This design comes from an exercise in tuning for small area, a short achievable clock period and few clock cycles on the open sky130 flow, not from production work.
Where RTL was checked, it was by simulation tests only, not by an equivalence proof against the original.
Power is estimated from default activity; no workload was simulated.

== v14 ==
==> flow/design.v (excerpt) <==
module welt_mac (
    input  wire        clk,
    input  wire        rst,         
    input  wire        in_valid,
    output wire        in_ready,
    input  wire [31:0] in_a,
    input  wire [31:0] in_b,
    input  wire        in_last,     
    input  wire        in_feed,     
    input  wire [31:0] in_ceil,     
    output wire        out_valid,
    output wire [31:0] out_f32,
    output wire        out_sat,
    output wire        out_clamped,
    output wire        out_nonfinite
);
For scale: about 5900 cells after synthesis, about 140 I/O pins, roughly 0.044 sq mm of cells after synthesis.
export LEC_CHECK = 0
export ABC_AREA = 1
export CAP_MARGIN = 20
export CORE_MARGIN = 2
export CORE_UTILIZATION = 50
export CTS_CLUSTER_DIAMETER = 80
export CTS_CLUSTER_SIZE = 24
export PLACE_DENSITY = 0.65
export SLEW_MARGIN = 20
create_clock -name core_clock -period 24.0 [get_ports {clk}]
standard.sh (not shown) runs the stock make flow with config.mk's settings and CLKGATE_MAP_FILE= SYNTH_SCRIPT=/design/flow/synth_recipe.tcl, a recipe that flattens the netlist after the stock synthesis.
==> flow/flow/run.sh <==
#!/bin/bash
# Layout flow: the standard flow (standard synthesis, floorplan, place,
# CTS, route) with two changes in how the layout is made, the SDC being
# the design's:
#  - the port buffers are buf_2 cells (the default pick is a delay cell);
#  - repair_timing runs with a setup margin, so it works on the paths that
#    set the achieved period, and only on the worst few percent of them.
# Each step's full output is in this folder (standard.log and the ORFS
# logs under orfs/logs).
set -o pipefail
export BUFFER_PORTS_ARGS="-buffer_cell sky130_fd_sc_hd__buf_2"
export SETUP_SLACK_MARGIN=18.4
export TNS_END_PERCENT=5
bash standard.sh > standard.log 2>&1
v14 reached the final stage; the timing, design-rule and antenna checks on its layout passed.
Testbench counts of v14, summed over its fixed seeds: cycles 31,764.
> inputs changed (v14 -> v57)
- SLEW_MARGIN: 20 -> 10
- CAP_MARGIN: 20 -> 10
- PLACE_DENSITY: 0.65 -> 0.75
- CORE_UTILIZATION: 50 -> 60
==> comparison <==
The final reports for v57 and v14 show starting density of the core higher in the former.
Design internal power: v57 vs v14 down 3.3%
Comparing v57 and v14, the lower insertion delay to the later sink of the worst-skew pair is on v57.
Diff v14 -> v57: final cell count now sits lower, wire length decreased by about 1.1% relative to the old numbers, final area saw a decrease.
diff inputs: v57 => v13
- a deleted CTS_CLUSTER_SIZE that had been 24
- a change of CORE_UTILIZATION from 60 to 40
- a change of PLACE_DENSITY from 0.75 to 0.6
- a deleted ABC_AREA that had been 1
- a deleted CTS_CLUSTER_DIAMETER that had been 80
- a change of CAP_MARGIN from 10 to 20
- a change of SLEW_MARGIN from 10 to 20
==> flow/run.sh (new file) <==
#!/bin/bash
# synth_recipe.tcl (not shown) runs the flow's synth.tcl, then flattens the netlist and writes it again
# the make line also repeats each setting of config.mk as NAME=value (left out here)
make -C /OpenROAD-flow-scripts/flow DESIGN_CONFIG=/design/flow/config.mk WORK_HOME=/design/flow/orfs CLKGATE_MAP_FILE= SYNTH_SCRIPT=/design/flow/synth_recipe.tcl finish
removed: flow/flow/run.sh
removed: flow/standard.sh
[summary]
- | combined flip-flop and latch cell area | v57 vs v13 | ≈ equal |
- Measured against v57, the clock-buffer cell count of v13 comes out at 1.9 times the reference value.
- Of v13 and v57, it is v13 that has the lower post-layout worst setup margin.
- v57 consumes less power than v13.
- Post-synthesis instance area delta for v13 relative to v57: 0.0036 sq mm higher
- Summary of v13 over v57: global-route usage over all layers went down, final design utilization now smaller.
[inputs] v34 vs v13
- setting ABC_AREA to 1 for the first time
==> flow/flow/run.sh (new file) <==
#!/bin/bash
# Layout flow: the standard flow (standard synthesis, floorplan, place,
# CTS, route) with two changes in how the layout is made, the SDC being
# the design's:
#  - the port buffers are buf_2 cells (the default pick is a delay cell);
#  - repair_timing runs with a setup margin, so it works on the paths that
#    set the achieved period, and only on the worst few percent of them.
# Each step's full output is in this folder (standard.log and the ORFS
# logs under orfs/logs).
set -o pipefail
export BUFFER_PORTS_ARGS="-buffer_cell sky130_fd_sc_hd__buf_2"
export SETUP_SLACK_MARGIN=18.4
export TNS_END_PERCENT=5
bash standard.sh > standard.log 2>&1
==> flow/standard.sh (new file) <==
#!/bin/bash
# synth_recipe.tcl (not shown) runs the flow's synth.tcl, then flattens the netlist and writes it again
# the make line also repeats each setting of config.mk as NAME=value (left out here)
make -C /OpenROAD-flow-scripts/flow DESIGN_CONFIG=/design/flow/config.mk WORK_HOME=/design/flow/orfs CLKGATE_MAP_FILE= SYNTH_SCRIPT=/design/flow/synth_recipe.tcl "${@:-finish}"
removed: flow/run.sh
[summary]
In the flow results for v34 and v13, the global-route wire length before repair is larger on v13.
v13 has a higher combinational power than v34.
Number of buffers and inverters on the critical path for v34 is lower than for v13.
Comparing v34 and v13, part of the total power dissipated in the clock network is higher on v34.
Higher worst hold slack was reported by v13, not v34.
Largest family of logic cells by synthesized area: compound AO/OA/AOI/OAI gates -> v13, adder cells -> v34
v34 has total leakage power above what v13 had.
Comparing v34 and v13, power share of the combinational group is lower on v34.
There was hardly any difference in area added between synthesis and finish between v13 and v34.
For v7, these inputs were changed with respect to v34:
- ABC_AREA no longer set, was 1
==> flow/flow/run.sh <==
#!/bin/bash
set -o pipefail
export SETUP_SLACK_MARGIN=18
export TNS_END_PERCENT=5
bash standard.sh > standard.log 2>&1
[summary]
Sort v34 and v7 by worst slack on hold paths, descending, and v7 comes first. v34 ended up with sky130_fd_sc_hd__nand2_1 as its leading cell type in the layout, fill and taps excluded; v7 ended up with sky130_fd_sc_hd__dfxtp_1. Between v7 and v34, the worst-margin pin slew does not differ in any meaningful way. out_f32[25] as the capture point of the critical path was reported by v7, and out_f32[4] by v34. Per the comparison of v7 with v34, total iterations of the first detailed-routing run now sits lower, global-route usage now sits higher, compound-cell area share of the yosys netlist now sits higher, portion of total power attributed to sequential cells now sits lower.

welt_mac, a different RTL version from the one above (not shown whole).
For scale: roughly 5800 cells after synthesis, roughly 530 flip-flops, ~140 I/O pins, roughly 0.044 mm² of cells after synthesis.
==> flow/design.v (excerpt) <==
module welt_mac (
    input  wire        clk,
    input  wire        rst,         
    input  wire        in_valid,
    output wire        in_ready,
    input  wire [31:0] in_a,
    input  wire [31:0] in_b,
    input  wire        in_last,     
    input  wire        in_feed,     
    input  wire [31:0] in_ceil,     
    output wire        out_valid,
    output wire [31:0] out_f32,
    output wire        out_sat,
    output wire        out_clamped,
    output wire        out_nonfinite
);
==> flow/config.mk <==
export PLATFORM = sky130hd
export DESIGN_NAME = welt_mac
export DESIGN_NICKNAME = welt_mac
export VERILOG_FILES = /design/flow/design.v
export SDC_FILE = /design/flow/constraint.sdc
export NUM_CORES = 4
export LEC_CHECK = 0
export ABC_AREA = 1
export CAP_MARGIN = 20
export CORE_MARGIN = 2
export CORE_UTILIZATION = 40
export PLACE_DENSITY = 0.6
export SLEW_MARGIN = 20
==> flow/constraint.sdc <==
create_clock -name core_clock -period 24.0 [get_ports {clk}]
set_input_delay 4.8000 -clock core_clock [delete_from_list [all_inputs] [get_ports {clk}]]
set_output_delay 4.8000 -clock core_clock [all_outputs]
set_load 0.01 [all_outputs]
==> flow/flow/run.sh <==
#!/bin/bash
set -o pipefail
export BUFFER_PORTS_ARGS="-buffer_cell sky130_fd_sc_hd__buf_2"
export SETUP_SLACK_MARGIN=18.4
export TNS_END_PERCENT=5
bash standard.sh > standard.log 2>&1
==> next run, changes <==
CORE_UTILIZATION = 50   (was 40)
CTS_BUF_LIST = sky130_fd_sc_hd__clkbuf_8 sky130_fd_sc_hd__clkbuf_16   (was not set)
CTS_CLUSTER_DIAMETER = 80   (was not set)
CTS_CLUSTER_SIZE = 24   (was not set)
PLACE_DENSITY = 0.65   (was 0.6)
After rerunning:
- The new run completed without violations
- register-to-register slack gets worse by 40 ps
- sequential power stays flat
- worst hold slack gets better by 9.1 ps
- wire length fell slightly
- total power fell by a few percent
- worst setup slack gets worse by 43 ps
No functional check of the RTL was part of any run of this note.

-- port drivers added, routing unchanged --
Ports are ideal in the flow. The routed layouts listed here were re-timed in OpenROAD. Step 1 sets driving cells, clkbuf_16 on the clock port and buf_2 on the other inputs (assumed; they add their load-dependent delay and slew). Step 2 also shifts input and output timing later by t, the mid clock arrival at the registers, as if the neighbouring blocks saw the same clock. Three values: no drivers, after step 1, after step 2; two values: the first two.
run	shift t [ns]	slack for setup (ns)	clock arrival spread, ns	worst data-port slew with drivers (ns)	pins driven straight from the clock port
v14	0.661	18.110 / 18.040 / 18.436	0.048 / 0.049	0.12	1
v57	0.637	18.130 / 18.066 / 18.316	0.047 / 0.047	0.08	1
v13	0.729	17.244 / 17.244 / 17.244	0.060 / 0.060	0.06	1
v34	0.701	18.074 / 18.008 / 18.398	0.053 / 0.053	0.08	1
v7	0.728	17.933 / 17.861 / 18.048	0.059 / 0.059	0.06	1
the first run of note 2	0.716	18.015 / 18.015 / 18.015	0.031 / 0.031	0.05	1
the second run of note 2	0.670	17.971 / 17.971 / 17.971	0.051 / 0.051	0.07	1
After both steps setup and hold are still met in every run listed.
